This design comes from an exercise in tuning for small area, a short achievable clock period and few clock cycles per item on the open sky130 flow, not from production work. Function was checked by simulation only, so behaviour that the tests miss may differ from the original.

<file path="flow/flow/run.sh">
#!/bin/bash
# Layout flow: the standard layout (standard.sh, unchanged synthesis,
# floorplan, power grid, placement, CTS and routing), with one change: the
# buffers that buffer_ports puts on every input and output port are
# sky130_fd_sc_hd__buf_2 cells instead of the resizer's default pick
# (clkdlybuf4s50_1, a delay cell).
set -euo pipefail
cd "$(dirname "$0")/.."
export BUFFER_PORTS_ARGS="-buffer_cell sky130_fd_sc_hd__buf_2"
bash standard.sh finish > standard_flow.log 2>&1
</file>
<file path="flow/standard.sh">
#!/bin/bash
# synth_recipe.tcl (not shown) runs the flow's synth.tcl, then flattens the netlist and writes it again
# the make line also repeats each setting of config.mk as NAME=value (left out here)
make -C /OpenROAD-flow-scripts/flow DESIGN_CONFIG=/design/flow/config.mk WORK_HOME=/design/flow/orfs CLKGATE_MAP_FILE= SYNTH_SCRIPT=/design/flow/synth_recipe.tcl "${@:-finish}"
</file>
<file path="flow/config.mk">
export PLATFORM = sky130hd
export DESIGN_NAME = loop_law
export DESIGN_NICKNAME = loop_law
export VERILOG_FILES = /design/flow/design.v
export SDC_FILE = /design/flow/constraint.sdc
export NUM_CORES = 4
export LEC_CHECK = 0
export ABC_AREA = 1
export CAP_MARGIN = 35
export CORE_MARGIN = 2
export CORE_UTILIZATION = 62
export CTS_CLUSTER_DIAMETER = 100
export CTS_CLUSTER_SIZE = 25
export SLEW_MARGIN = 45
</file>
<file path="flow/constraint.sdc">
create_clock -name core_clock -period 34.0 [get_ports {clk}]
set_input_delay 6.8000 -clock core_clock [delete_from_list [all_inputs] [get_ports {clk}]]
set_output_delay 6.8000 -clock core_clock [all_outputs]
set_load 0.01 [all_outputs]
</file>
<file path="flow/design.v">
module loop_law_bmul #(
    parameter NA = 16
) (
    input  signed [NA-1:0]  a,
    input         [15:0]    b,
    input         [NA+15:0] c,
    output        [NA+15:0] p
);
    localparam W = NA + 16;
    wire [16:0] bx = {b, 1'b0};
    reg  [W-1:0] acc, k;
    reg          neg, one, two;
    reg  [NA:0]  sel, pp;
    integer j;
    always @(*) begin
        k = {W{1'b0}};
        for (j = 0; j < 8; j = j + 1)
            k = k - ({{(W-1){1'b0}}, 1'b1} << (NA + 2*j));
        acc = c + k;
        for (j = 0; j < 8; j = j + 1) begin
            neg = bx[2*j+2] & ~(bx[2*j+1] & bx[2*j]);
            one = bx[2*j+1] ^ bx[2*j];
            two = (bx[2*j+2] & ~bx[2*j+1] & ~bx[2*j]) | (~bx[2*j+2] & bx[2*j+1] & bx[2*j]);
            sel = two ? {a, 1'b0} : one ? {a[NA-1], a} : {(NA+1){1'b0}};
            pp  = sel ^ {(NA+1){neg}};
            acc = acc + ({{(W-NA-1){1'b0}}, ~pp[NA], pp[NA-1:0]} << (2*j))
                      + ({{(W-1){1'b0}}, neg} << (2*j));
        end
    end
    assign p = acc;
endmodule
module loop_law_drows (
    input  signed [15:0] a,
    input         [14:0] b,
    input         [32:0] c,
    output        [32:0] p
);
    wire [16:0] bx = {1'b0, b, 1'b0};
    reg  [32:0] acc;
    reg         neg, one, two;
    reg  [16:0] sel, pp;
    integer j;
    always @(*) begin
        acc = c;
        for (j = 0; j < 8; j = j + 1) begin
            neg = bx[2*j+2] & ~(bx[2*j+1] & bx[2*j]);
            one = bx[2*j+1] ^ bx[2*j];
            two = (bx[2*j+2] & ~bx[2*j+1] & ~bx[2*j]) | (~bx[2*j+2] & bx[2*j+1] & bx[2*j]);
            sel = two ? {a, 1'b0} : one ? {a[15], a} : 17'd0;
            pp  = sel ^ {17{neg}};
            acc = acc + ({16'd0, ~pp[16], pp[15:0]} << (2*j));
        end
    end
    assign p = acc;
endmodule
module loop_law_dcorr (
    input  [14:0] b,
    output [32:0] k
);
    wire [16:0] bx = {1'b0, b, 1'b0};
    reg  [32:0] acc;
    integer j;
    always @(*) begin
        acc = 33'd0;
        for (j = 0; j < 8; j = j + 1)
            acc = acc + ({32'd0, bx[2*j+2] & ~(bx[2*j+1] & bx[2*j])} << (2*j))
                      - (33'd1 << (16 + 2*j));
    end
    assign k = acc;
endmodule
module loop_law (
    input                    clk,
    input                    rst,           
    input                    in_valid,
    output                   in_ready,
    input             [3:0]  in_slot,
    input                    in_first,
    input                    in_ref_ext,
    input                    in_deriv_on,
    input             [3:0]  in_out_shift,
    input      signed [15:0] in_r,
    input      signed [15:0] in_y,
    input      signed [15:0] in_u_init,
    input      signed [15:0] in_kp,
    input      signed [15:0] in_ki,
    input      signed [15:0] in_kd,
    input      signed [15:0] in_af,
    input      signed [15:0] in_ff,
    input      signed [15:0] in_u_min,
    input      signed [15:0] in_u_max,
    input             [14:0] in_i_lim,
    output reg               out_valid,
    output reg        [3:0]  out_slot,
    output reg signed [15:0] out_u,
    output reg signed [15:0] out_e,
    output reg               out_sat
);
    assign in_ready = 1'b1;
    reg signed [15:0] st_e [0:15];
    reg signed [15:0] st_d [0:15];
    reg signed [30:0] st_i [0:15];
    reg               v0, v1, v2, v3, v4;
    reg        [3:0]  slot0, slot1, slot2, slot3, slot4;
    reg               first0, first1, first2;
    reg               rx0, don0, don1, don2;
    reg        [3:0]  sh0, s1, s2, s3, s4;
    reg signed [15:0] r0, y0, ui0, kp0, ki0, kd0, af0, ff0, umin0, umax0;
    reg        [14:0] lim0, lim1, lim2, lim3;
    reg signed [15:0] e1, e2, e3, e4;
    reg signed [16:0] de1;
    reg signed [15:0] kp1, ki1, kd1, ff1, ui1, umin1, umax1, umin2, umax2, umin3, umax3;
    reg        [14:0] af1, af2;
    reg        [32:0] z2;
    reg signed [31:0] p2, di2, di3;
    reg signed [30:0] ii2;
    reg               dpos2;
    reg signed [15:0] drd2;
    reg               same2;
    reg signed [15:0] d3, dw3;
    reg signed [31:0] bn3;
    reg signed [33:0] k3;
    reg               dpos3;
    reg signed [30:0] ird3;
    reg               same3;
    reg signed [33:0] base4;
    reg signed [30:0] inew4, iw4;
    reg signed [15:0] umin4, umax4;
    always @(posedge clk) begin
        v0     <= rst ? 1'b0 : in_valid;
        slot0  <= in_slot;
        first0 <= in_first;
        rx0    <= in_ref_ext;
        don0   <= in_deriv_on;
        sh0    <= in_out_shift;
        r0     <= in_r;
        y0     <= in_y;
        ui0    <= in_u_init;
        kp0    <= in_kp;
        ki0    <= in_ki;
        kd0    <= in_kd;
        af0    <= in_af;
        ff0    <= in_ff;
        umin0  <= in_u_min;
        umax0  <= in_u_max;
        lim0   <= in_i_lim;
    end
    wire signed [16:0] rmy_1  = r0 - y0;
    wire signed [15:0] esat_1 = (rmy_1[16] != rmy_1[15]) ? {rmy_1[16], {15{~rmy_1[16]}}} : rmy_1[15:0];
    wire signed [15:0] e_1    = rx0 ? y0 : esat_1;
    wire signed [15:0] ep_1   = first0 ? 16'sd0 : st_e[slot0];
    always @(posedge clk) begin
        if (v0) st_e[slot0] <= e_1;
        v1     <= rst ? 1'b0 : v0;
        slot1  <= slot0;
        s1     <= (sh0 > 4'd8) ? 4'd8 : sh0;
        first1 <= first0;
        don1   <= don0;
        e1     <= e_1;
        de1    <= e_1 - ep_1;
        kp1    <= kp0;
        ki1    <= ki0;
        kd1    <= kd0;
        af1    <= af0[15] ? 15'd0 : af0[14:0];
        ff1    <= ff0;
        ui1    <= ui0;
        umin1  <= umin0;
        umax1  <= umax0;
        lim1   <= lim0;
    end
    wire [32:0] z_2, zk_2;
    wire [31:0] p_2, di_2;
    loop_law_dcorr u_dcorr (.b(af1), .k(zk_2));
    loop_law_bmul #(.NA(17)) u_zmul (.a(de1), .b(kd1), .c(zk_2 + 33'h3FFF), .p(z_2));
    loop_law_bmul #(.NA(16)) u_pmul (.a(e1),  .b(kp1), .c({ff1[15], ff1, 15'd0}), .p(p_2));
    loop_law_bmul #(.NA(16)) u_imul (.a(e1),  .b(ki1), .c(32'd0), .p(di_2));
    wire signed [31:0] lim_2  = $signed({2'b00, lim1, 15'd0});
    wire signed [31:0] iir_2  = ($signed({ui1, 15'd0}) >>> s1) - $signed({ff1, 15'd0});
    wire signed [30:0] ii_2   = (iir_2 > lim_2)  ? lim_2[30:0] :
                                (iir_2 < -lim_2) ? -lim_2[30:0] : iir_2[30:0];
    always @(posedge clk) begin
        v2     <= rst ? 1'b0 : v1;
        slot2  <= slot1;
        s2     <= s1;
        first2 <= first1;
        don2   <= don1;
        e2     <= e1;
        z2     <= z_2;
        p2     <= p_2;
        di2    <= di_2;
        af2    <= af1;
        ii2    <= ii_2;
        umin2  <= umin1;
        umax2  <= umax1;
        lim2   <= lim1;
        drd2   <= first1 ? 16'sd0 : (v3 && slot3 == slot1) ? dw3 : st_d[slot1];
        dpos2  <= ~di_2[31] & (|di_2[30:0]);
        same2  <= v2 && (slot2 == slot1) && !first1;
    end
    wire signed [15:0] dp_3 = same2 ? d3 : drd2;
    wire        [32:0] s0_3;
    loop_law_drows u_dmul (.a(dp_3), .b(af2), .c(z2), .p(s0_3));
    wire               dcy_3  = ~s0_3[32] & (&s0_3[14:0]);
    wire               dpo_3  = ~s0_3[32] & ((|s0_3[31:30]) | (&s0_3[29:0]));
    wire               dno_3  = s0_3[32] & ~(&s0_3[31:30]);
    wire        [15:0] dl_3;
    genvar gi;
    generate
        for (gi = 0; gi < 16; gi = gi + 1) begin : g_dinc
            if (gi == 0) begin : g0
                assign dl_3[gi] = s0_3[15] ^ dcy_3;
            end else begin : gn
                assign dl_3[gi] = s0_3[15+gi] ^ (dcy_3 & (&s0_3[15+gi-1:15]));
            end
        end
    endgenerate
    wire signed [15:0] d_3    = ~don2 ? 16'sd0 : dpo_3 ? 16'sh7FFF : dno_3 ? 16'sh8000 : dl_3;
    wire signed [31:0] bn_3 = p2;
    wire signed [16:0] vw_3 = dpos2 ? umax2 + 17'sd1 : $signed({umin2[15], umin2});
    wire signed [17:0] mw_3 = {vw_3, 1'b0} - 18'sd1;
    wire signed [32:0] tw_3 = ($signed({mw_3, 14'd0}) >>> s2) + $signed({1'b0, vw_3[16] | (vw_3 == 17'sd0)});
    always @(posedge clk) begin
        if (v2) dw3 <= d_3;
        v3     <= rst ? 1'b0 : v2;
        slot3  <= slot2;
        s3     <= s2;
        e3     <= e2;
        d3     <= d_3;
        di3    <= di2;
        bn3    <= bn_3;
        k3     <= bn_3 - tw_3;
        dpos3  <= dpos2;
        lim3   <= lim2;
        umin3  <= umin2;
        umax3  <= umax2;
        ird3   <= first2 ? ii2 : (v4 && slot4 == slot2) ? iw4 : st_i[slot2];
        same3  <= v3 && (slot3 == slot2) && !first2;
    end
    wire signed [30:0] ip_4  = same3 ? inew4 : ird3;
    wire signed [34:0] d15_4 = $signed({d3, 15'd0});
    wire signed [34:0] lv_4  = $signed({5'd0, lim3, 15'd0});
    wire signed [34:0] sum_4 = ip_4 + di3;
    wire signed [34:0] hs_4  = ip_4 + di3 + ~lv_4;           
    wire signed [34:0] ls_4  = ip_4 + di3 + lv_4;            
    wire               hi_4  = ~hs_4[34];
    wire               lo_4  = ls_4[34];
    wire signed [30:0] itry_4 = hi_4 ? lv_4[30:0] : lo_4 ? -lv_4[30:0] : sum_4[30:0];
    wire signed [34:0] kd_4  = k3 + d15_4;
    wire               ws_4  = (sum_4 + kd_4) < 35'sd0;
    wire               wl_4  = (lv_4 + kd_4) < 35'sd0;
    wire               wn_4  = kd_4 < lv_4;
    wire               w_4   = hi_4 ? wl_4 : lo_4 ? wn_4 : ws_4;
    wire               dneg_4 = di3[31];
    wire               wind_4 = dpos3 ? ~w_4 : (dneg_4 & w_4);
    wire signed [30:0] inew_4 = wind_4 ? ip_4 : itry_4;
    wire signed [34:0] base_4 = bn3 + d15_4;
    always @(posedge clk) begin
        if (v3) iw4 <= inew_4;
        if (v3) st_d[slot3] <= dw3;
        v4     <= rst ? 1'b0 : v3;
        slot4  <= slot3;
        s4     <= s3;
        e4     <= e3;
        base4  <= base_4[33:0];
        inew4  <= inew_4;
        umin4  <= umin3;
        umax4  <= umax3;
    end
    wire signed [34:0] x_5   = base4 + inew4;
    wire signed [34:0] xs_5  = x_5 >>> (4'd15 - s4);
    wire               hb_5  = |(x_5[14:0] & (15'h4000 >> s4));
    wire               rb_5  = |(x_5[14:0] & (15'h3FFF >> s4));
    wire               inc_5 = hb_5 & (~x_5[34] | rb_5);
    wire signed [27:0] q_5   = xs_5[27:0] + $signed({27'd0, inc_5});
    wire               above_5 = q_5 > umax4;
    wire               below_5 = q_5 < umin4;
    wire signed [15:0] u_5   = above_5 ? umax4 : below_5 ? umin4 : q_5[15:0];
    always @(posedge clk) begin
        if (v4) st_i[slot4] <= iw4;
        out_valid <= rst ? 1'b0 : v4;
        out_slot  <= slot4;
        out_u     <= u_5;
        out_e     <= e4;
        out_sat   <= above_5 | below_5;
    end
endmodule
</file>
==> metrics.md, run 1 <==
| Metric | Value |
|---|---|
| Area occupied by multi-input gates | `56100 sq um` |
| Core ar. | `183000 sq um` |
| Critical path type | `register to output port` |
| CTS Buf Count | `98` |
| Crit path capture | `out_e[15]` |
| GRT overflow | `0` |
| Placement Setup Slack | `26.64 ns` |
| Register-to-Register Path Depth | `24` |
| Hold Crit Start | `bn3[2]$_DFF_P_` |
| Post-synth top flop | `edfxtp_1` |
| FF-to-FF End | `p2[28]$_DFF_P_` |
| Worst-Margin Slew | `0.880 ns` |
| # IOs | `228` |
| Slew HR | `41.0%` |
| Aggregate global-route resource usage | `35.2%` |
| Vias in the first global route | `84800` |
| Ys Warns | `5` |
| Ys async rst share | `0%` |
| Critical path depth | `1` |
| Worst-Skew Late Latency | `0.81 ns` |
| Die area | `188000 sq um` |
| Initial core utilization | `62.5%` |
| Syn Nets | `13700` |
| Status | `finished clean` |
| Post-route minimum period | `8.05 ns` |
| Initial antenna violation count | `6` |
| CP Max Fanout | `1` |
| Largest net degree at the start of global routing | `104` |
| Routed WL | `338 mm` |
| Reg area | `51400 sq um` |
| Routed vias | `89800` |
| Worst Hold Class | `register to register` |
| Number of I/O port buffers | `226` |
| CP cell instances | `buf_2` |
| CTS root buffer | `clkbuf_16` |
| Clock sinks | `2041` |
| Via/cell ratio | `6.05` |
| Synthesized flop and latch total | `2041` |
| Die Width | `434 microns` |
| Post-cts hold buffer count | `0` |
| Share of layout cells above drive strength 1 | `6.36%` |
| Syn Inst Count | `12300` |
| CTS tree | `yes` |
| Routed Antenna Nets | `0` |
| Dpl hpwl | `247 mm` |
| First-pass GRT wire length | `506 mm` |
| Nets | `13700` |
| Sequential fraction of the synthesis area | `44.9%` |
| Post-cts sizing count | `0` |
| Final core utilization | `66.2%` |
| Worst R2R Start | `kp1[1]$_DFF_P_` |
| Clk buf depth | `3` |
| Clock transition at path regs | `0.10 ns` |
| Highest Clock Rate | `124 MHz` |
| Sum Neg Setup Slack | `0 ns` |
| Layout Skew | `0.0659 ns` |
| Crit start category | `register` |
| Fin. Hold Viols | `0` |
| Layout fillers | `14900` |
| Maximum Capacitance Violations | `0` |
| Buffers & Inverters on Critical Path | `1` |
| Critical path's slowest cell | `dfxtp_1` |
| Crit path max-delay family | `flip-flops` |
| Max incr delay on CP | `0.34 ns` |
| Number of synthesized flops with an enable pin | `1055` |
| Crit. End Element | `output port` |
| # rows | `157` |
| Top cells by area, synth | `edfxtp_1 (28%), dfxtp_1 (17%), ha_1 (8.7%), fa_1 (6.9%), nand2_1 (5.9%)` |
| Setup bufs post-CTS | `0` |
| Post-synthesis area per instance | `9.30 sq um` |
| Area leader, netlist | `edfxtp_1` |
| PnR worst setup slack | `25.95 ns` |
| DRT Pass-1 Iters | `7` |
| Worst setup path startpoint | `out_e[15]$_DFF_P_` |
| CP arrival | `1.25 ns` |
| Reg-to-reg setup timing slack | `26.37 ns` |
| Req. time, crit path | `27.20 ns` |
| WL/cell | `22.8 microns` |
| Starting DRT DRC Count | `10200` |
| # H-tree levels | `3` |
| RSZ-0062 raised after global routing | `false` |
| Layout area overhead | `5.98%` |
| Final-report max-slew violation count | `0` |
| # setup viols final | `0` |
| Final Wtd Congestion | `1.04` |
| Die height | `434 microns` |
| Drt drc | `0` |
| Period utilization | `23.7%` |
| Yosys cell types | `73` |
| Synthesized area | `115000 sq um` |
| Top cell type's share of synthesized area | `27.7%` |
[final cells by class]
cell class              instances  share of cell area (%)
diodes                          5                  0.0103
clock buffers                 149                    2.21
clock inverters                22                   0.302
inverters                    1385                    4.29
multi-input cells            8394                    46.3
flip-flops and latches       2041                    42.4
well taps                    2464                    2.54
repair buffers                383                    1.99
[synth_stat cells, types with 26 or more instances]
master,count
o22ai_1,409
a22oi_1,267
nand3_1,646
ha_1,792
nand2_1,1815
dfxtp_1,986
nand4_1,95
fa_1,393
o21ai_0,1054
nand2_2,39
buf_2,26
nor3_1,71
clkbuf_1,405
nand3_2,35
nor4_1,35
clkinv_1,38
xor2_1,665
inv_1,1321
buf_1,53
a21oi_1,513
mux2_2,31
nor2_1,1045
edfxtp_1,1055
o211ai_1,52
o221ai_1,32
xnor2_1,79
[logic make-up (layout without fill, tap and decap cells)]
| kind of cell | count (synthesis) | after routing | synth area share, % |
|---|---|---|---|
| adders and majority gates | 1185 | 1185 | 15.5 |
| DFF | 2041 | 2041 | 44.9 |
| other | 1 | 6 | 0.00328 |
| AOI/OAI and AO/OA | 2553 | 2553 | 12.9 |
| muxes | 32 | 32 | 0.314 |
| and+or+nand+nor | 3879 | 3879 | 14.4 |
| xor gates and xnor gates | 744 | 744 | 5.69 |
| buffers and inverters | 1880 | 1939 | 6.23 |
[layout by cell type (no fill, tap or decap), drive strengths merged, types with 7 or more instances in the layout]
| master | instances |
|---|---|
| a211oi | 12 |
| a21boi | 24 |
| a21o | 22 |
| a21oi | 515 |
| a22oi | 268 |
| a31oi | 25 |
| and2 | 7 |
| and3 | 7 |
| buf | 383 |
| clkbuf | 149 |
| clkinv | 45 |
| dfxtp | 986 |
| edfxtp | 1055 |
| fa | 393 |
| ha | 792 |
| inv | 1361 |
| mux2 | 31 |
| nand2 | 1858 |
| nand3 | 682 |
| nand3b | 13 |
| nand4 | 96 |
| nor2 | 1088 |
| nor3 | 71 |
| nor4 | 35 |
| o2111ai | 7 |
| o211ai | 52 |
| o21a | 24 |
| o21ai | 1081 |
| o21bai | 24 |
| o221ai | 32 |
| o22ai | 409 |
| o31ai | 11 |
| o32ai | 15 |
| o41ai | 16 |
| or2 | 17 |
| xnor2 | 79 |
| xor2 | 665 |
[routing by layer]
metal | up-vias | GRT usage [%] | part of all wire, %
met5 | - | 0 | 0
met4 | 0 | 15.1 | 4.7
met3 | 713 | 5.89 | 9.6
met2 | 4505 | 54.2 | 44
met1 | 42800 | 49.3 | 42
li1 | 41800 | - | -
[metrics by stage]
stage          std cells  area [sq um]  hold WS (ns)
2_1_floorplan      12300        115000         0.310
3_3_place_gp       14700        118000         0.310
3_5_place_dp       14700        118000         0.312
4_1_cts            14800        121000         0.321
5_1_grt            14800        121000         0.323
6_report           14800        121000         0.312
[worst min path at each step]
stage                                   to  slack, ns  depth (start not counted)
final                     base4[2]$_DFF_P_       0.31                          0
after global routing       di3[11]$_DFF_P_       0.32                          0
after CTS                 base4[2]$_DFF_P_       0.32                          0
after detailed placement    ui1[3]$_DFF_P_       0.31                          0
after global placement      e3[12]$_DFF_P_       0.31                          0
after floorplan             af2[0]$_DFF_P_       0.31                          0
[flip-flops by register name (all words and copies together), names as in the netlist, 17 cells and up]
name,cells
st_i,496
st_d,256
st_e,256
k3,34
base4,33
z2,33
bn3,32
di2,32
di3,32
p2,32
ii2,31
inew4,31
ird3,31
iw4,31
de1,17
Testbench counts, summed over its fixed seeds: cycles 80,040, items 80,000.
==> inputs of run 2 (changes only) <==
--- a/flow/config.mk
+++ b/flow/config.mk
@@ -9,5 +9,5 @@
 export CAP_MARGIN = 35
 export CORE_MARGIN = 2
-export CORE_UTILIZATION = 62
+export CORE_UTILIZATION = 67
 export CTS_CLUSTER_DIAMETER = 100
 export CTS_CLUSTER_SIZE = 25
==> run 2 against run 1 <==
Compared with the run above: clock-buffer cell count unchanged; first-iteration DRC count up 15%; critical path depth unchanged; setup slack worse by 0.029 ns; maximum frequency down 0.35%; via count up 2.5%.
==> metrics.md, run 2 <==
| Metric | Value |
|---|---|
| GR peak layer | `met2` |
| Crit path max-delay family | `flip-flops` |
| First-pass GRT wire length | `517 mm` |
| Synth Area in Compound Gates | `12.9%` |
| Hold Path Sink | `umin2[11]$_DFF_P_` |
| Sum Neg Setup Slack | `0 ns` |
| Yosys cell types | `73` |
| Layout area overhead | `5.57%` |
| Leading cell type in the layout, fill and taps excluded | `nand2_1` |
| Die Width | `417 microns` |
| Number of I/O port buffers | `226` |
| DRT Pass-1 Iters | `7` |
| Reg-to-reg setup timing slack | `26.27 ns` |
| Nets | `13700` |
| # rows | `151` |
| Clock sinks | `2041` |
| Post-synthesis adder-cell area fraction | `15.5%` |
| Critical path's slowest cell | `dfxtp_1` |
| WL/cell | `23.7 microns` |
| Post-synthesis area per instance | `9.30 sq um` |
| Drt drc | `0` |
| Layout fillers | `12400` |
| Top Registers | `st_i x496, st_d x256, st_e x256` |
| Die height | `417 microns` |
| Area leader, netlist | `edfxtp_1` |
| Syn Inst Count | `12300` |
| Highest Clock Rate | `124 MHz` |
| RSZ-0062 raised after global routing | `false` |
| Most common cell in the netlist | `nand2_1` |
| Synthesized flop and latch total | `2041` |
| Worst-Skew Late Latency | `0.80 ns` |
| Routed Antenna Nets | `0` |
| Synthesized area | `115000 sq um` |
| Via/cell ratio | `6.30` |
| Fin. Hold Viols | `0` |
| Post-synthesis mux area share | `0.314%` |
| CTS tree | `yes` |
| Top post-synthesis cells by count | `nand2_1 (1815), inv_1 (1321), edfxtp_1 (1055), o21ai_0 (1054), nor2_1 (1045)` |
| Starting DRT DRC Count | `11700` |
| Routed vias | `92000` |
| Top cells by area, synth | `edfxtp_1 (28%), dfxtp_1 (17%), ha_1 (8.7%), fa_1 (6.9%), nand2_1 (5.9%)` |
| Core ar. | `170000 sq um` |
| Crit start category | `register` |
| Post-route minimum period | `8.08 ns` |
| CP arrival | `1.28 ns` |
| Grt met1 use | `52.2%` |
| Initial antenna violation count | `26` |
| Post-Synth XOR/XNOR Area | `5.69%` |
| Setup bufs post-CTS | `0` |
| Post-cts hold buffer count | `0` |
| Largest family of logic cells by synthesized area | `adder cells` |
| CTS root buffer | `clkbuf_16` |
| Slew HR | `38.2%` |
| Initial core utilization | `67.5%` |
| Period utilization | `23.8%` |
| Met3 Use GR | `7.52%` |
| # setup viols final | `0` |
| CP Max Fanout | `1` |
| Worst Hold Class | `register to register` |
| Post-synth top flop | `edfxtp_1` |
| Aggregate global-route resource usage | `38.8%` |
| # IOs | `228` |
| Final Wtd Congestion | `1.03` |
| Status | `finished clean` |
| Share of layout cells above drive strength 1 | `6.30%` |
| Hold path depth | `0` |
| Sequential fraction of the synthesis area | `44.9%` |
| Clock transition at path regs | `0.10 ns` |
| Routed WL | `346 mm` |
| Largest register FFs | `496` |
| Buffers & Inverters on Critical Path | `1` |
| Critical path type | `register to output port` |
| Dpl hpwl | `253 mm` |
| Number of synthesized flops with an enable pin | `1055` |
| Vias in the first global route | `88200` |
| Worst-Margin Slew | `0.917 ns` |
| Top cell type's share of synthesized area | `27.7%` |
| Maximum Capacitance Violations | `0` |
| Post-synthesis simple-gate area fraction | `14.4%` |
| Max incr delay on CP | `0.35 ns` |
| Ys Warns | `5` |
| Register-to-Register Path Depth | `25` |
| Clk buf depth | `3` |
| CP cell instances | `buf_2` |
| Top reg by flops | `st_i` |
| Hold Crit Start | `umin1[11]$_DFF_P_` |
| Syn Nets | `13700` |
| Die area | `174000 sq um` |
| Crit. End Element | `output port` |
| Met2 Track Usage GR | `60.5%` |
| Worst R2R Start | `kd1[1]$_DFF_P_` |
| Post-cts sizing count | `0` |
| # H-tree levels | `3` |
| Final-report max-slew violation count | `0` |
| Layout Skew | `0.0446 ns` |
| CTS Buf Count | `96` |
| Req. time, crit path | `27.20 ns` |
| Largest net degree at the start of global routing | `117` |
| Ys async rst share | `0%` |
| FF-to-FF End | `z2[29]$_DFF_P_` |
| GRT overflow | `0` |
| Most frequent cells in the layout | `nand2_1 (1813), inv_1 (1304), edfxtp_1 (1055)` |
[run 2: changes by cell type in the layout (fill, tap and decap cells not counted), moves of 5 or more]
cell      change
buf_4         +6
buf_6        -11
clkbuf_1      +5
diode_2       +5
nor2_1        -8
nor2_2        +8
[run 2: stage by stage]
| step | area [sq um] | hold WS (ns) | util, % | setup slack, ns | std cells |
|---|---|---|---|---|---|
| 6_report | 121000 | 0.325 | 71.2 | 25.92 | 14600 |
| 5_1_grt | 121000 | 0.324 | 71.2 | 25.90 | 14600 |
| 4_1_cts | 121000 | 0.325 | 71.2 | 25.88 | 14600 |
| 3_5_place_dp | 118000 | 0.312 | 69.4 | 26.37 | 14400 |
| 3_3_place_gp | 118000 | 0.310 | 69.4 | 26.32 | 14400 |
| 2_1_floorplan | 115000 | 0.310 | - | 26.87 | 12300 |
[run 2: cells by family (layout without fill, tap and decap cells)]
| logic type | after synthesis | in the layout |
|---|---|---|
| DFF | 2041 | 2041 |
| AOI/OAI and AO/OA | 2553 | 2553 |
| xor gates and xnor gates | 744 | 744 |
| buffers and inverters | 1880 | 1930 |
| other | 1 | 11 |
| muxes | 32 | 32 |
| and+or+nand+nor | 3879 | 3879 |
| adders and majority gates | 1185 | 1185 |
[run 2: area by class of cell]
type                            instances  area [sq um]  share of cell area [%]
Sequential cell                      2041         51400                    42.6
Clock buffer                          149          2600                    2.15
Clock inverter                         18           335                   0.277
Antenna cell                           10          25.0                  0.0207
Timing Repair Buffer                  378          2330                    1.92
Tap cell                             2218          2780                    2.30
Inverter                             1385          5210                    4.31
Multi-Input combinational cell       8394         56200                    46.5
[run 2: worst max path at each step]
stage	cells past startpoint	from	to	slack, ns
4_1_cts	1	out_e[4]$_DFF_P_	out_e[4]	25.88
2_1_floorplan	0	out_e[0]$_DFF_P_	out_e[0]	26.87
3_5_place_dp	25	kd1[1]$_DFF_P_	z2[29]$_DFF_P_	26.37
5_1_grt	1	out_e[4]$_DFF_P_	out_e[4]	25.90
3_3_place_gp	32	same2$_DFF_P_	dw3[13]$_DFFE_PP_	26.32
6_report	1	out_e[4]$_DFF_P_	out_e[4]	25.92
[run 2: routing by layer]
metal  up-vias  wire, microns
met2      5755         154000
met3       973          38700
met1     43500         135000
met5         -            103
li1      41700              -
met4        16          19000
==> inputs of run 3 (changes only) <==
--- a/flow/design.v
+++ b/flow/design.v
@@ -1,12 +1,25 @@
+module loop_law_benc (
+    input  [15:0] b,
+    output [23:0] d          
+);
+    wire [16:0] bx = {b, 1'b0};
+    genvar j;
+    generate
+        for (j = 0; j < 8; j = j + 1) begin : g_dig
+            assign d[3*j+2] = bx[2*j+2] & ~(bx[2*j+1] & bx[2*j]);
+            assign d[3*j+1] = (bx[2*j+2] & ~bx[2*j+1] & ~bx[2*j]) | (~bx[2*j+2] & bx[2*j+1] & bx[2*j]);
+            assign d[3*j]   = bx[2*j+1] ^ bx[2*j];
+        end
+    endgenerate
+endmodule
 module loop_law_bmul #(
     parameter NA = 16
 ) (
     input  signed [NA-1:0]  a,
-    input         [15:0]    b,
+    input         [23:0]    bd,
     input         [NA+15:0] c,
     output        [NA+15:0] p
 );
     localparam W = NA + 16;
-    wire [16:0] bx = {b, 1'b0};
     reg  [W-1:0] acc, k;
     reg          neg, one, two;
@@ -19,7 +32,7 @@
         acc = c + k;
         for (j = 0; j < 8; j = j + 1) begin
-            neg = bx[2*j+2] & ~(bx[2*j+1] & bx[2*j]);
-            one = bx[2*j+1] ^ bx[2*j];
-            two = (bx[2*j+2] & ~bx[2*j+1] & ~bx[2*j]) | (~bx[2*j+2] & bx[2*j+1] & bx[2*j]);
+            neg = bd[3*j+2];
+            two = bd[3*j+1];
+            one = bd[3*j];
             sel = two ? {a, 1'b0} : one ? {a[NA-1], a} : {(NA+1){1'b0}};
             pp  = sel ^ {(NA+1){neg}};
@@ -32,9 +45,8 @@
 module loop_law_drows (
     input  signed [15:0] a,
-    input         [14:0] b,
+    input         [23:0] bd,        
     input         [32:0] c,
     output        [32:0] p
 );
-    wire [16:0] bx = {1'b0, b, 1'b0};
     reg  [32:0] acc;
     reg         neg, one, two;
@@ -44,7 +56,7 @@
         acc = c;
         for (j = 0; j < 8; j = j + 1) begin
-            neg = bx[2*j+2] & ~(bx[2*j+1] & bx[2*j]);
-            one = bx[2*j+1] ^ bx[2*j];
-            two = (bx[2*j+2] & ~bx[2*j+1] & ~bx[2*j]) | (~bx[2*j+2] & bx[2*j+1] & bx[2*j]);
+            neg = bd[3*j+2];
+            two = bd[3*j+1];
+            one = bd[3*j];
             sel = two ? {a, 1'b0} : one ? {a[15], a} : 17'd0;
             pp  = sel ^ {17{neg}};
@@ -109,6 +121,8 @@
     reg signed [15:0] e1, e2, e3, e4;
     reg signed [16:0] de1;
-    reg signed [15:0] kp1, ki1, kd1, ff1, ui1, umin1, umax1, umin2, umax2, umin3, umax3;
-    reg        [14:0] af1, af2;
+    reg        [23:0] kpd1, kid1, kdd1;
+    reg signed [15:0] ff1, ui1, umin1, umax1, umin2, umax2, umin3, umax3;
+    reg        [14:0] af1;
+    reg        [23:0] afd2;
     reg        [32:0] z2;
     reg signed [31:0] p2, di2, di3;
@@ -149,4 +163,8 @@
     wire signed [15:0] e_1    = rx0 ? y0 : esat_1;
     wire signed [15:0] ep_1   = first0 ? 16'sd0 : st_e[slot0];
+    wire [23:0] kpd_1, kid_1, kdd_1;
+    loop_law_benc u_kpenc (.b(kp0), .d(kpd_1));
+    loop_law_benc u_kienc (.b(ki0), .d(kid_1));
+    loop_law_benc u_kdenc (.b(kd0), .d(kdd_1));
     always @(posedge clk) begin
         if (v0) st_e[slot0] <= e_1;
@@ -158,7 +176,7 @@
         e1     <= e_1;
         de1    <= e_1 - ep_1;
-        kp1    <= kp0;
-        ki1    <= ki0;
-        kd1    <= kd0;
+        kpd1   <= kpd_1;
+        kid1   <= kid_1;
+        kdd1   <= kdd_1;
         af1    <= af0[15] ? 15'd0 : af0[14:0];
         ff1    <= ff0;
@@ -171,7 +189,9 @@
     wire [31:0] p_2, di_2;
     loop_law_dcorr u_dcorr (.b(af1), .k(zk_2));
-    loop_law_bmul #(.NA(17)) u_zmul (.a(de1), .b(kd1), .c(zk_2 + 33'h3FFF), .p(z_2));
-    loop_law_bmul #(.NA(16)) u_pmul (.a(e1),  .b(kp1), .c({ff1[15], ff1, 15'd0}), .p(p_2));
-    loop_law_bmul #(.NA(16)) u_imul (.a(e1),  .b(ki1), .c(32'd0), .p(di_2));
+    wire [23:0] afd_2;
+    loop_law_benc u_afenc (.b({1'b0, af1}), .d(afd_2));
+    loop_law_bmul #(.NA(17)) u_zmul (.a(de1), .bd(kdd1), .c(zk_2 + 33'h3FFF), .p(z_2));
+    loop_law_bmul #(.NA(16)) u_pmul (.a(e1),  .bd(kpd1), .c({ff1[15], ff1, 15'd0}), .p(p_2));
+    loop_law_bmul #(.NA(16)) u_imul (.a(e1),  .bd(kid1), .c(32'd0), .p(di_2));
     wire signed [31:0] lim_2  = $signed({2'b00, lim1, 15'd0});
     wire signed [31:0] iir_2  = ($signed({ui1, 15'd0}) >>> s1) - $signed({ff1, 15'd0});
@@ -188,5 +208,5 @@
         p2     <= p_2;
         di2    <= di_2;
-        af2    <= af1;
+        afd2   <= afd_2;
         ii2    <= ii_2;
         umin2  <= umin1;
@@ -199,5 +219,5 @@
     wire signed [15:0] dp_3 = same2 ? d3 : drd2;
     wire        [32:0] s0_3;
-    loop_law_drows u_dmul (.a(dp_3), .b(af2), .c(z2), .p(s0_3));
+    loop_law_drows u_dmul (.a(dp_3), .bd(afd2), .c(z2), .p(s0_3));
     wire               dcy_3  = ~s0_3[32] & (&s0_3[14:0]);
     wire               dpo_3  = ~s0_3[32] & ((|s0_3[31:30]) | (&s0_3[29:0]));
--- a/flow/config.mk
+++ b/flow/config.mk
@@ -7,8 +7,8 @@
 export LEC_CHECK = 0
 export ABC_AREA = 1
-export CAP_MARGIN = 35
+export CAP_MARGIN = 20
 export CORE_MARGIN = 2
-export CORE_UTILIZATION = 67
+export CORE_UTILIZATION = 62
 export CTS_CLUSTER_DIAMETER = 100
 export CTS_CLUSTER_SIZE = 25
-export SLEW_MARGIN = 45
+export SLEW_MARGIN = 20
==> run 3 against run 2 <==
Compared with the run above: critical endpoint is now out_valid; highest routed layer unchanged; largest cell class unchanged; die area grew 8.7%; critical path depth stayed put; sequential share of layout area grew 0.23 points; still clean.
==> metrics.md, run 3 <==
| Metric | Value |
|---|---|
| Leading cell type in the layout, fill and taps excluded | `nand2_1` |
| Final Wtd Congestion | `1.03` |
| # IOs | `228` |
| WL/cell | `22.7 microns` |
| CP arrival | `1.27 ns` |
| # rows | `158` |
| Clock sinks | `2073` |
| Routed Antenna Nets | `0` |
| Met2 Track Usage GR | `54.8%` |
| Layout area overhead | `5.64%` |
| Register-to-Register Path Depth | `29` |
| Via/cell ratio | `6.02` |
| CTS Buf Count | `99` |
| FF-to-FF End | `dw3[5]$_DFFE_PP_` |
| Synthesized area | `115000 sq um` |
| Post-cts hold buffer count | `0` |
| First-pass GRT wire length | `510 mm` |
| # H-tree levels | `3` |
| Worst-Skew Late Latency | `0.81 ns` |
| Clock transition at path regs | `0.10 ns` |
| Nets | `13600` |
| Die area | `189000 sq um` |
| Routed vias | `89200` |
| Crit start category | `register` |
| Req. time, crit path | `27.20 ns` |
| CTS root buffer | `clkbuf_16` |
| Status | `finished clean` |
| Largest register FFs | `496` |
| Top cell type's share of synthesized area | `27.5%` |
| Reg-to-reg setup timing slack | `26.40 ns` |
| Final-report max-slew violation count | `0` |
| Hold Slack | `0.305 ns` |
| GR peak layer | `met2` |
| Aggregate global-route resource usage | `34.9%` |
| Syn Nets | `13700` |
| Top reg by flops | `st_i` |
| Most common cell in the netlist | `nand2_1` |
| Initial core utilization | `62.3%` |
| Yosys cell types | `71` |
| Highest Clock Rate | `124 MHz` |
| # setup viols final | `0` |
| Critical path's slowest cell | `dfxtp_1` |
| Critical path type | `register to output port` |
| Die height | `435 microns` |
| Fin. Hold Viols | `0` |
| Crit path max-delay family | `flip-flops` |
| Top post-synthesis cells by count | `nand2_1 (1726), inv_1 (1343), nor2_1 (1129), edfxtp_1 (1055), dfxtp_1 (1018)` |
| Number of I/O port buffers | `226` |
| GRT overflow | `0` |
| Layout Skew | `0.0590 ns` |
| Vias in the first global route | `85600` |
| Worst setup path startpoint | `out_valid$_SDFF_PP0_` |
| Drt drc | `0` |
| Buffers & Inverters on Critical Path | `1` |
| Max incr delay on CP | `0.34 ns` |
| Period utilization | `23.7%` |
| Post-route minimum period | `8.07 ns` |
| Worst Hold Class | `register to register` |
| CTS tree | `yes` |
| Most frequent cells in the layout | `nand2_1 (1726), inv_1 (1338), nor2_1 (1111)` |
| Die Width | `435 microns` |
| Maximum Capacitance Violations | `0` |
| Slew HR | `24.3%` |
| Area leader, netlist | `edfxtp_1` |
| Hold Path Sink | `ff1[7]$_DFF_P_` |
| Share of layout cells above drive strength 1 | `5.82%` |
| Ys Warns | `5` |
| Worst R2R Start | `same2$_DFF_P_` |
| Sequential fraction of the synthesis area | `45.2%` |
| Sum Neg Setup Slack | `0 ns` |
| Dpl hpwl | `246 mm` |
| Routed WL | `336 mm` |
| Clk buf depth | `3` |
| Post-synthesis area per instance | `9.36 sq um` |
| RSZ-0062 raised after global routing | `false` |
| Synthesized flop and latch total | `2073` |
| Core ar. | `185000 sq um` |
| Crit. End Element | `output port` |
| Largest net degree at the start of global routing | `200` |
| Initial antenna violation count | `9` |
| Grt met1 use | `47.6%` |
| Number of synthesized flops with an enable pin | `1055` |
| Setup bufs post-CTS | `0` |
| Hold path depth | `0` |
| Top Registers | `st_i x496, st_d x256, st_e x256` |
| Met3 Use GR | `5.46%` |
| Ys async rst share | `0%` |
| Syn Inst Count | `12300` |
| Top cells by area, synth | `edfxtp_1 (27%), dfxtp_1 (18%), ha_1 (8.6%), fa_1 (6.8%), nand2_1 (5.6%)` |
| Hold Crit Start | `ff0[7]$_DFF_P_` |
| CP cell instances | `buf_2` |
| Post-cts sizing count | `0` |
| Starting DRT DRC Count | `9764` |
| DRT Pass-1 Iters | `6` |
| Post-synth top flop | `edfxtp_1` |
| CP Max Fanout | `1` |
| Worst-Margin Slew | `1.13 ns` |
run 3: worst max path at each step:
stage	cells after the start	slack, ns	endpoint
after global placement	2	26.68	out_valid$_SDFF_PP0_
after detailed placement	29	26.53	dw3[5]$_DFFE_PP_
final	1	25.93	out_valid
after CTS	1	25.89	out_valid
after floorplan	0	26.87	out_e[0]
after global routing	29	25.86	dw3[5]$_DFFE_PP_
run 3: area by class of cell:
type / count / area, sq um
fillers: 15100 / 63300
clock inverters: 20 / 328
well taps: 2480 / 3100
repair buffers: 356 / 2160
multi-input cells: 8332 / 56100
diodes: 5 / 12.5
clock buffers: 153 / 2690
inverters: 1398 / 5260
flip-flops and latches: 2073 / 52100
run 3: cells by family after synthesis:
logic type | count (synthesis) | synth area share, %
AOI/OAI and AO/OA | 2394 | 12.1
muxes | 46 | 0.433
adders and majority gates | 1183 | 15.4
xor gates and xnor gates | 815 | 6.20
other | 1 | 0.00325
DFF | 2073 | 45.2
buffers and inverters | 1900 | 6.28
and+or+nand+nor | 3893 | 14.4
run 3: routing by layer:
layer  wire length [microns]  part of all wire, %
met5                      20               0.0059
met4                   17900                  5.3
met3                   30800                  9.2
met2                  152000                   45
met1                  136000                   40
run 3: through the flow:
| stage | cell area (sq um) | utilization, % | cells | worst slack, ns |
|---|---|---|---|---|
| floorplan | 115000 | - | 12300 | 26.87 |
| global placement | 119000 | 64.1 | 14600 | 26.68 |
| detailed placement | 119000 | 64.1 | 14600 | 26.53 |
| CTS | 122000 | 65.8 | 14800 | 25.89 |
| global route | 122000 | 65.8 | 14800 | 25.86 |
| finish | 122000 | 65.8 | 14800 | 25.93 |
Testbench counts of run 3, summed over its fixed seeds: cycles 80,040, items 80,000.
==> inputs of run 4 (changes only) <==
--- a/flow/config.mk
+++ b/flow/config.mk
@@ -7,8 +7,8 @@
 export LEC_CHECK = 0
 export ABC_AREA = 1
-export CAP_MARGIN = 20
+export CAP_MARGIN = 25
 export CORE_MARGIN = 2
-export CORE_UTILIZATION = 62
+export CORE_UTILIZATION = 67
 export CTS_CLUSTER_DIAMETER = 100
 export CTS_CLUSTER_SIZE = 25
-export SLEW_MARGIN = 20
+export SLEW_MARGIN = 30
==> run 4 against run 3 <==
Compared with the run above: register-to-register slack got worse by 0.08 ns; first-iteration DRC count up 17%; via count increased by 1.7%; clock-buffer cell count up 1; final area decreased by 0.30%; highest routed layer unchanged.
==> metrics.md, run 4 <==
| Metric | Value |
|---|---|
| Status | `finished clean` |
| Critical path depth | `1` |
| Highest Clock Rate | `124 MHz` |
| Post-route minimum period | `8.06 ns` |
| Initial core utilization | `67.3%` |
| Maximum Capacitance Violations | `0` |
| Crit path max-delay family | `flip-flops` |
| Post-cts hold buffer count | `0` |
| Worst setup path startpoint | `out_u[12]$_DFF_P_` |
| Post-synthesis area per instance | `9.36 sq um` |
| CP cell instances | `buf_2` |
| Synthesized area | `115000 sq um` |
| Largest net degree at the start of global routing | `199` |
| Hold Slack | `0.310 ns` |
| Share of layout cells above drive strength 1 | `5.87%` |
| Post-synth top flop | `edfxtp_1` |
| Number of synthesized flops with an enable pin | `1055` |
| Layout Skew | `0.0517 ns` |
| Syn Inst Count | `12300` |
| Worst-Margin Slew | `1.06 ns` |
| Dpl hpwl | `249 mm` |
| Clock sinks | `2073` |
| Die Width | `419 microns` |
| Most frequent cells in the layout | `nand2_1 (1726), inv_1 (1337), nor2_1 (1111)` |
| DRT Pass-1 Iters | `8` |
| Max Used Layer | `met5` |
| Routed vias | `90700` |
| Clock transition at path regs | `0.10 ns` |
| Setup bufs post-CTS | `0` |
| Slew HR | `28.8%` |
| Nets | `13600` |
| Critical path type | `register to output port` |
| Ys async rst share | `0%` |
| Critical path's slowest cell | `dfxtp_1` |
| Die area | `175000 sq um` |
| RSZ-0062 raised after global routing | `false` |
| CTS root buffer | `clkbuf_16` |
| Crit path capture | `out_u[12]` |
| Reg-to-reg setup timing slack | `26.32 ns` |
| Fin. Hold Viols | `0` |
| # IOs | `228` |
| # setup viols final | `0` |
| Starting DRT DRC Count | `11400` |
| Area occupied by multi-input gates | `56100 sq um` |
| Top Registers | `st_i x496, st_d x256, st_e x256` |
| Final-report max-slew violation count | `0` |
| Layout fillers | `12800` |
| WL met2 | `153 mm` |
| Via/cell ratio | `6.23` |
| Drt drc | `0` |
| First-pass GRT wire length | `507 mm` |
| Max incr delay on CP | `0.35 ns` |
| Syn Nets | `13700` |
| Yosys cell types | `71` |
| CP Max Fanout | `1` |
| Die height | `419 microns` |
| Initial antenna violation count | `17` |
| Ys Warns | `5` |
| Post-cts sizing count | `0` |
| Top post-synthesis cells by count | `nand2_1 (1726), inv_1 (1343), nor2_1 (1129), edfxtp_1 (1055), dfxtp_1 (1018)` |
| Req. time, crit path | `27.20 ns` |
| Crit start category | `register` |
| Area leader, netlist | `edfxtp_1` |
| # H-tree levels | `3` |
| Register-to-Register Path Depth | `31` |
| CTS tree | `yes` |
| Sequential fraction of the synthesis area | `45.2%` |
| Worst-Skew Late Latency | `0.82 ns` |
| Sum Neg Setup Slack | `0 ns` |
| Most common cell in the netlist | `nand2_1` |
| Synthesized flop and latch total | `2073` |
| WL/cell | `23.3 microns` |
| CTS Buf Count | `98` |
| Top cell type's share of synthesized area | `27.5%` |
| Crit. End Element | `output port` |
| Number of I/O port buffers | `226` |
| Leading cell type in the layout, fill and taps excluded | `nand2_1` |
| Final Wtd Congestion | `1.04` |
| Routed Antenna Nets | `0` |
| Routed WL | `339 mm` |
| Layout area overhead | `5.32%` |
| Reg area | `52100 sq um` |
| Aggregate global-route resource usage | `37.8%` |
| Worst Hold Class | `register to register` |
| Buffers & Inverters on Critical Path | `1` |
| Top cells by area, synth | `edfxtp_1 (27%), dfxtp_1 (18%), ha_1 (8.6%), fa_1 (6.8%), nand2_1 (5.6%)` |
| Vias in the first global route | `86600` |
| # rows | `152` |
| Post-Route M1 WL | `132 mm` |
| CP arrival | `1.26 ns` |
| GRT overflow | `0` |
| Metal3 WL | `35.3 mm` |
| Core ar. | `171000 sq um` |
| Clk buf depth | `3` |
| Largest register FFs | `496` |
| FF-to-FF End | `iw4[24]$_DFFE_PP_` |
| Period utilization | `23.7%` |
| Top reg by flops | `st_i` |
| Worst R2R Start | `same3$_DFF_P_` |
-- run 4: worst register-to-register path: cells and delay by family (launching register included) --
family,cells,cell delay (ns)
buffers and inverters,2,0.54
muxes,1,0.47
AOI/OAI and AO/OA,3,0.77
and+or+nand+nor,22,4.23
DFF,1,0.32
adders and majority gates,2,0.71
xor gates and xnor gates,1,0.46
-- run 4: cells by family (layout without fill, tap and decap cells) --
| logic type | count (synthesis) | after routing | share of synthesized area, % |
|---|---|---|---|
| multiplexers | 46 | 46 | 0.433 |
| AO/OA/AOI/OAI | 2394 | 2394 | 12.1 |
| adder cells (fa/ha/maj) | 1183 | 1183 | 15.4 |
| flip-flops | 2073 | 2073 | 45.2 |
| other | 1 | 6 | 0.00325 |
| XOR/XNOR | 815 | 815 | 6.20 |
| AND/OR/NAND/NOR | 3893 | 3893 | 14.4 |
| buffers and inverters | 1900 | 1930 | 6.28 |
-- run 4: layout make-up --
class / instances / share of cell area [%]
Tap cell: 2233 / 2.30
Multi-Input combinational cell: 8332 / 46.2
Sequential cell: 2073 / 42.9
Timing Repair Buffer: 356 / 1.75
Clock buffer: 154 / 2.20
Antenna cell: 5 / 0.0103
Inverter: 1398 / 4.33
Clock inverter: 22 / 0.275
-- run 4: worst min-delay path by stage --
stage / start / to / slack [ns] / cells after the start
4_1_cts: bn3[5]$_DFF_P_ / base4[5]$_DFF_P_ / 0.31 / 0
5_1_grt: bn3[5]$_DFF_P_ / base4[5]$_DFF_P_ / 0.32 / 0
6_report: bn3[5]$_DFF_P_ / base4[5]$_DFF_P_ / 0.31 / 0
2_1_floorplan: bn3[0]$_DFF_P_ / base4[0]$_DFF_P_ / 0.31 / 0
3_5_place_dp: bn3[5]$_DFF_P_ / base4[5]$_DFF_P_ / 0.31 / 0
3_3_place_gp: e4[5]$_DFF_P_ / out_e[5]$_DFF_P_ / 0.31 / 0
-- run 4: metrics by stage --
step	cells	setup slack [ns]	utilization, %	area, sq um
final	14600	25.94	70.9	121000
after global placement	14400	26.40	69.1	118000
after detailed placement	14400	26.31	69.1	118000
after floorplan	12300	26.87	-	115000
after CTS	14600	25.88	70.9	121000
after global routing	14600	25.79	70.9	121000
-- run 4: metal layers --
layer	up-vias	global-route usage (%)
met2	5273	60.1
met4	10	17.6
li1	41600	-
met5	-	0
met1	42900	50.4
met3	927	7.12

-- separate check: timing with driven ports --
How much do the figures lean on ideal ports? The routed layouts below were timed once more, with nothing changed but the port constraints. Step 1 sets driving cells, clkbuf_16 on the clock port and buf_2 on the other inputs (assumed; they add their load-dependent delay and slew). Step 2 moves the port delays by t, midway between the first and last clock arrival at a register: inputs arrive t later, outputs are due t later. That takes back most of the time a late clock gives input paths. a / b / c = no drivers / after step 1 / after step 2; a / b = the first two.
| run | t, ns | slack for setup (ns) | hold slack, ns | worst setup path at the end | pins driven straight from the clock port |
|---|---|---|---|---|---|
| run 1 | 0.873 | 25.946 / 25.852 / 26.374 | 0.312 / 0.312 / 0.312 | register to register | 1 |
| run 2 | 0.875 | 25.918 / 25.822 / 26.266 | 0.325 / 0.325 / 0.325 | register to register | 1 |
| run 3 | 0.875 | 25.932 / 25.837 / 26.403 | 0.305 / 0.305 / 0.305 | register to register | 1 |
| run 4 | 0.883 | 25.941 / 25.850 / 26.324 | 0.310 / 0.310 / 0.310 | register to register | 1 |
After both steps setup and hold are still met in every run listed.
